What follows belongs to an exercise in optimizing a design on an open flow for small area; a production flow would make more cautious choices.
Only simulation tests tie the RTL to the original design; equivalence was not proved.
Power figures rest on the tool's default switching activity, not on a simulated workload.

==> build 16: inputs <==
## hb_decim
module hb_decim (
    input  wire        clk,
    input  wire        rst,
    input  wire        in_valid,
    input  wire [31:0] in_data,
    output wire        t2_valid,
    output wire [31:0] t2_data,
    output wire        t3_valid,
    output wire [31:0] t3_data,
    output wire        t4_valid,
    output wire [31:0] t4_data,
    output wire        t5_valid,
    output wire [31:0] t5_data
);
    function integer m_of(input integer s);
        m_of = (s == 0) ? 5 : (s == 1) ? 7 : (s == 2) ? 11 : 19;
    endfunction
    function integer k_of(input integer s);
        k_of = (s == 0) ? 2 : (s == 1) ? 4 : (s == 2) ? 6 : 9;
    endfunction
    function signed [22:0] coef(input [1:0] s, input [3:0] k);
        begin
            coef = 23'sd0;
            case (s)
                2'd0: case (k)
                    4'd0: coef =  23'sd2338087;
                    4'd1: coef = -23'sd241832;
                    4'd2: coef =  23'sd2887;
                    default: coef = 23'sd0;
                   endcase
                2'd1: case (k)
                    4'd0: coef =  23'sd2447711;
  ...
clock: 25.0 ns
lec_check: 0
cap_margin: 20
core_margin: 2
core_utilization: 40
cts_cluster_diameter: 80
cts_cluster_size: 30
place_density: 0.6
slew_margin: 20
standard.sh (not shown) runs the stock make flow with config.mk's settings and CLKGATE_MAP_FILE= SYNTH_SCRIPT=/design/flow/synth_recipe.tcl, a recipe that flattens the netlist after the stock synthesis.
==> flow/flow/run.sh <==
#!/bin/bash
# Own flow: the standard layout (standard.sh: unchanged synthesis, floorplan,
# placement, clock tree, routing), with these changes:
#  - after the floorplan, OpenROAD's restructure re-maps the combinational logic
#    for area (restructure.tcl), on a liberty file without the don't-use cells
#    (libfilter.py, dont_use.txt);
#  - port buffers use the smallest buffer cell (buffer_ports -buffer_cell);
#  - clock tree synthesis clusters up to 30 sinks within 80 um and inserts no
#    dummy loads.
# Each tool's full output goes to its own log in the work folder; ORFS's
# per-step logs stay under orfs/logs/.
set -euo pipefail
export BUFFER_PORTS_ARGS="-buffer_cell sky130_fd_sc_hd__buf_1"
export CTS_ARGS="-sink_clustering_enable -repair_clock_nets -sink_clustering_size 30 -sink_clustering_max_diameter 80 -dont_use_dummy_load"
bash standard.sh floorplan > standard_floorplan.log 2>&1
python3 flow/libfilter.py "$FLOW_HOME/platforms/sky130hd/lib/sky130_fd_sc_hd__tt_025C_1v80.lib" \
    lib_nodontuse.lib $(cat flow/dont_use.txt) > libfilter.log 2>&1
mkdir -p restructure_work
openroad -no_init -exit flow/restructure.tcl > restructure.log 2>&1
bash standard.sh finish > standard_finish.log 2>&1
Other scripts of this flow, unchanged in this note and not shown: flow/flow/dont_use.txt, flow/flow/libfilter.py, flow/flow/restructure.tcl
==> inputs of trial 45, as changes to build 16 <==
Settings changed: GPL_TIMING_DRIVEN from default to 0.
==> comparison table <==
metric                                                                             build 16             trial 45
Result of the run                                          no timing/DRC/antenna violations  no timing/DRC/antenna violations
Hold Slack                                                                         0.253 ns             0.280 ns
NetSw                                                                               2.44 mW              2.42 mW
Vias per inst                                                                          5.18                 5.16
Slowest stage cell, crit path                                                       a31oi_1            a2bb2oi_1
Total leakage power                                                                 27.0 nW              27.3 nW
Clock-pin slew of the registers on the worst-case setup and hold paths              0.10 ns              0.11 ns
Worst relative slew slack                                                             20.1%                24.5%
Instance area at placement                                                       0.0747 mm2           0.0757 mm2
Combined buffer and inverter count along the critical path                               15                    7
Maximum resistive drop on vdd                                                     0.0606 mV            0.0539 mV
Pwr dens                                                                        95.8 mW/mm2          94.9 mW/mm2
Global-route wire length before repair                                            280000 um            272000 um
Insertion delay of the later-clocked pin in the worst-skew pair                     0.75 ns              0.77 ns
Ant. Diodes                                                                               6                    2
Sequential share of power                                                             52.2%                52.1%
Growth of design area from synthesis to finish                                        2.88%                4.12%
Period Utilization, post-route                                                        82.9%                92.2%
Crit. Startpoint                                                        stg[0]$_SDFFE_PP0P_  stg[1]$_SDFFE_PP0P_
Average wire per standard cell                                                      19.8 um              18.8 um
Met1 GRT Util                                                                         25.2%                24.2%
Routed via count                                                                      49714                49694


==> try-garnet: inputs <==
Starting RTL as in the previous note.
Settings: LEC_CHECK=0, CAP_MARGIN=20, CORE_MARGIN=2, CORE_UTILIZATION=40, CTS_CLUSTER_DIAMETER=80, CTS_CLUSTER_SIZE=30, PLACE_DENSITY=0.6, SLEW_MARGIN=20; clock period 25.0 ns.
==> flow/flow/run.sh <==
#!/bin/bash
# Own flow: the standard layout (standard.sh: unchanged synthesis, floorplan,
# placement, clock tree, routing), with these changes:
#  - after the floorplan, OpenROAD's restructure re-maps the combinational logic
#    for area, in two passes (restructure.tcl), on a liberty file without the don't-use cells
#    (libfilter.py, dont_use.txt);
#  - port buffers use the smallest buffer cell (buffer_ports -buffer_cell);
#  - clock tree synthesis clusters up to 30 sinks within 80 um and inserts no
#    dummy loads.
# Each tool's full output goes to its own log in the work folder; ORFS's
# per-step logs stay under orfs/logs/.
set -euo pipefail
export BUFFER_PORTS_ARGS="-buffer_cell sky130_fd_sc_hd__buf_1"
export CTS_ARGS="-sink_clustering_enable -repair_clock_nets -sink_clustering_size 30 -sink_clustering_max_diameter 80 -dont_use_dummy_load"
bash standard.sh floorplan > standard_floorplan.log 2>&1
python3 flow/libfilter.py "$FLOW_HOME/platforms/sky130hd/lib/sky130_fd_sc_hd__tt_025C_1v80.lib" \
    lib_nodontuse.lib $(cat flow/dont_use.txt) > libfilter.log 2>&1
mkdir -p restructure_work
openroad -no_init -exit flow/restructure.tcl > restructure.log 2>&1
bash standard.sh finish > standard_finish.log 2>&1
==> flow/flow/dont_use.txt <==
sky130_fd_sc_hd__lpflow_bleeder_1
sky130_fd_sc_hd__lpflow_clkbufkapwr_1
sky130_fd_sc_hd__lpflow_clkbufkapwr_16
sky130_fd_sc_hd__lpflow_clkbufkapwr_2
sky130_fd_sc_hd__lpflow_clkbufkapwr_4
sky130_fd_sc_hd__lpflow_clkbufkapwr_8
sky130_fd_sc_hd__lpflow_clkinvkapwr_1
sky130_fd_sc_hd__lpflow_clkinvkapwr_16
sky130_fd_sc_hd__lpflow_clkinvkapwr_2
sky130_fd_sc_hd__lpflow_clkinvkapwr_4
sky130_fd_sc_hd__lpflow_clkinvkapwr_8
sky130_fd_sc_hd__lpflow_decapkapwr_12
sky130_fd_sc_hd__lpflow_decapkapwr_3
sky130_fd_sc_hd__lpflow_decapkapwr_4
sky130_fd_sc_hd__lpflow_decapkapwr_6
sky130_fd_sc_hd__lpflow_decapkapwr_8
sky130_fd_sc_hd__lpflow_inputiso0n_1
sky130_fd_sc_hd__lpflow_inputiso0p_1
sky130_fd_sc_hd__lpflow_inputiso1n_1
sky130_fd_sc_hd__lpflow_inputiso1p_1
sky130_fd_sc_hd__lpflow_inputisolatch_1
sky130_fd_sc_hd__lpflow_isobufsrc_1
sky130_fd_sc_hd__lpflow_isobufsrc_16
sky130_fd_sc_hd__lpflow_isobufsrc_2
sky130_fd_sc_hd__lpflow_isobufsrc_4
sky130_fd_sc_hd__lpflow_isobufsrc_8
sky130_fd_sc_hd__lpflow_isobufsrckapwr_16
sky130_fd_sc_hd__lpflow_lsbuf_lh_hl_isowell_tap_1
sky130_fd_sc_hd__lpflow_lsbuf_lh_hl_isowell_tap_2
sky130_fd_sc_hd__lpflow_lsbuf_lh_hl_isowell_tap_4
sky130_fd_sc_hd__lpflow_lsbuf_lh_isowell_4
sky130_fd_sc_hd__lpflow_lsbuf_lh_isowell_tap_1
sky130_fd_sc_hd__lpflow_lsbuf_lh_isowell_tap_2
sky130_fd_sc_hd__lpflow_lsbuf_lh_isowell_tap_4
sky130_fd_sc_hd__probe_p_8
sky130_fd_sc_hd__probec_p_8
==> flow/flow/libfilter.py <==
#!/usr/bin/env python3
# libfilter.py IN.lib OUT.lib CELL...: writes OUT.lib, a copy of IN.lib without the named cells.
import sys, re
src, dst, drop = sys.argv[1], sys.argv[2], set(sys.argv[3:])
txt = open(src).read()
out = []
pos = 0
pat = re.compile(r'\n\s*cell\s*\(\s*"?([A-Za-z0-9_]+)"?\s*\)\s*\{')
for m in pat.finditer(txt):
    if m.start() < pos:
        continue
    if m.group(1) not in drop:
        continue
    # find matching closing brace
    i = m.end(); depth = 1
    while depth:
        c = txt[i]
        if c == '{': depth += 1
        elif c == '}': depth -= 1
        i += 1
    out.append(txt[pos:m.start()])
    pos = i
out.append(txt[pos:])
open(dst, 'w').write(''.join(out))
==> flow/flow/restructure.tcl <==
# Area recovery on the floorplanned netlist: OpenROAD's restructure (ABC, area
# script) re-maps the combinational logic between the registers and ports. The
# registers and ports stay as the standard synthesis made them. The liberty
# file given to ABC is the platform's without its don't-use cells.
set base orfs/results/sky130hd/hb_decim/base
read_liberty $::env(FLOW_HOME)/platforms/sky130hd/lib/sky130_fd_sc_hd__tt_025C_1v80.lib
read_db $base/2_floorplan.odb
read_sdc $base/2_floorplan.sdc
source $::env(FLOW_HOME)/platforms/sky130hd/setRC.tcl
report_design_area
# two passes: the second finds a little more
foreach pass {1 2} {
    restructure -target area -liberty_file lib_nodontuse.lib \
        -tielo_port sky130_fd_sc_hd__conb_1/LO -tiehi_port sky130_fd_sc_hd__conb_1/HI \
        -work_dir restructure_work
    report_design_area
    report_worst_slack
}
write_db $base/2_floorplan.odb
==> try-quartz (differences from try-garnet) <==
==> flow/flow/run.sh (replaced) <==
#!/bin/bash
# Own flow: the standard layout (standard.sh, unchanged synthesis, floorplan,
# placement, routing), with two settings passed to ORFS's own scripts:
#  - port buffers use the smallest buffer cell (buffer_ports -buffer_cell);
#  - clock tree synthesis clusters up to 30 sinks within 80 um and inserts no
#    dummy loads.
# The full output of the ORFS run goes to standard.log in the work folder;
# ORFS's per-step logs stay under orfs/logs/.
set -euo pipefail
export BUFFER_PORTS_ARGS="-buffer_cell sky130_fd_sc_hd__buf_1"
export CTS_ARGS="-sink_clustering_enable -repair_clock_nets -sink_clustering_size 30 -sink_clustering_max_diameter 80 -dont_use_dummy_load"
bash standard.sh > standard.log 2>&1
CAP_MARGIN = 5   (was 20)
SLEW_MARGIN = 5   (was 20)
removed: flow/flow/dont_use.txt
removed: flow/flow/libfilter.py
removed: flow/flow/restructure.tcl
==> try-juniper (differences from try-garnet) <==
--- a/flow/flow/run.sh
+++ b/flow/flow/run.sh
@@ -4,3 +4,3 @@
 #  - after the floorplan, OpenROAD's restructure re-maps the combinational logic
-#    for area, in two passes (restructure.tcl), on a liberty file without the don't-use cells
+#    for area, in three passes (restructure.tcl), on a liberty file without the don't-use cells
 #    (libfilter.py, dont_use.txt);
--- a/flow/flow/restructure.tcl
+++ b/flow/flow/restructure.tcl
@@ -10,4 +10,4 @@
 report_design_area
-# two passes: the second finds a little more
-foreach pass {1 2} {
+# three passes: the second and third find a little more
+foreach pass {1 2 3} {
     restructure -target area -liberty_file lib_nodontuse.lib \
==> comparison <==
The highest global-route usage belongs to try-juniper, the lowest to try-quartz.
The highest count of clock-buffer cells in the layout belongs to try-juniper, the lowest to try-quartz.
Clock power is about the same in try-garnet and try-quartz.
In try-quartz the cell area is larger than in try-garnet, by 4.1%.
Hold slack: try-juniper < try-garnet < try-quartz.
Sequential share of layout area, lowest first: try-quartz, try-garnet, try-juniper.
Via count: try-juniper is lower than try-garnet (about 0.43%).
In area after synthesis, try-juniper and try-garnet do not differ.
Clock skew: try-juniper > try-quartz > try-garnet.
Register-to-register slack: try-juniper is worse than try-garnet (1600 ps).
The lowest core utilization belongs to try-juniper, the highest to try-quartz.
==> figures <==
| item | try-quartz | try-juniper | try-garnet |
|---|---|---|---|
| Period minus WS final | 17930 ps | 22130 ps | 20530 ps |
| Met1 Wirelength | 79800 µm | 88300 µm | 86100 µm |
| GR Layer Usage met2 | 0.276 | 0.315 | 0.316 |
| Met1 capacity usage during global routing | 0.254 | 0.268 | 0.258 |
| Run status | finished clean | finished clean | finished clean |
| Number of combinational gates with multiple inputs | 3149 | 4106 | 4141 |
| Iteration-0 DRC count of the detailed router | 3714 | 3929 | 3938 |
| Post-layout instance area | 80200 µm² | 76800 µm² | 77000 µm² |
| Final cell count without fillers | 8731 | 9472 | 9496 |
| Post-DP Area | 77800 µm² | 74300 µm² | 74600 µm² |
| Worst vdd rail ir drop | 0.000101 V | 0.0000838 V | 0.0000816 V |
| Buffers outside the clock class | 249 | 258 | 253 |
| Largest net degree at the start of global routing | 91 | 65 | 67 |
| Req. time, crit path | 25520 ps | 25540 ps | 25550 ps |
| Combinational fraction of design power | 0.286 | 0.278 | 0.278 |
| Fin nets | 6890 | 7028 | 7051 |
| Arrival time of data at the critical path endpoint | 18450 ps | 22660 ps | 21070 ps |
| Reg-to-reg critical path endpoint | x[25] | x[13] | x[10] |
| Standby leakage power | 33.9 nW | 26.9 nW | 27.0 nW |
| Final clock-cell share | 0.0290 | 0.0323 | 0.0312 |
| Number of antenna violations at the first check in global routing | 14 | 9 | 7 |
| Multi-input gate share of total cell area | 0.324 | 0.302 | 0.305 |
| Tightest Pin Transition | 1120 ps | 1180 ps | 1210 ps |

[afterwards: timing with drivers on the ports]
Ports are ideal in the flow. The routed layouts listed here were re-timed in OpenROAD.
Step 1 assumes that a clkbuf_16 drives the clock port and a buf_2 every other input.
Step 2 adds t to the input delays and takes it off the output delays; t is the mean of the earliest and latest rising clock arrival at the registers after step 1. Input paths then give back, and output paths get back, about the clock's delay inside the block.
Slacks: ideal / step 1 / step 2; pairs: ideal / step 1.
run | shift t [ns] | setup slack, ns | worst setup path at the end | pins driven straight from the clock port
build 16 | 0.769 | 4.264 / 4.264 / 4.264 | register to register | 1
trial 45 | 0.787 | 1.940 / 1.940 / 1.940 | register to register | 1
try-garnet | 0.827 | 4.473 / 4.473 / 4.473 | register to register | 1
try-quartz | 0.802 | 7.066 / 7.066 / 7.066 | register to register | 1
try-juniper | 0.810 | 2.872 / 2.872 / 2.872 | register to register | 1
After both steps every run listed still meets setup and hold.
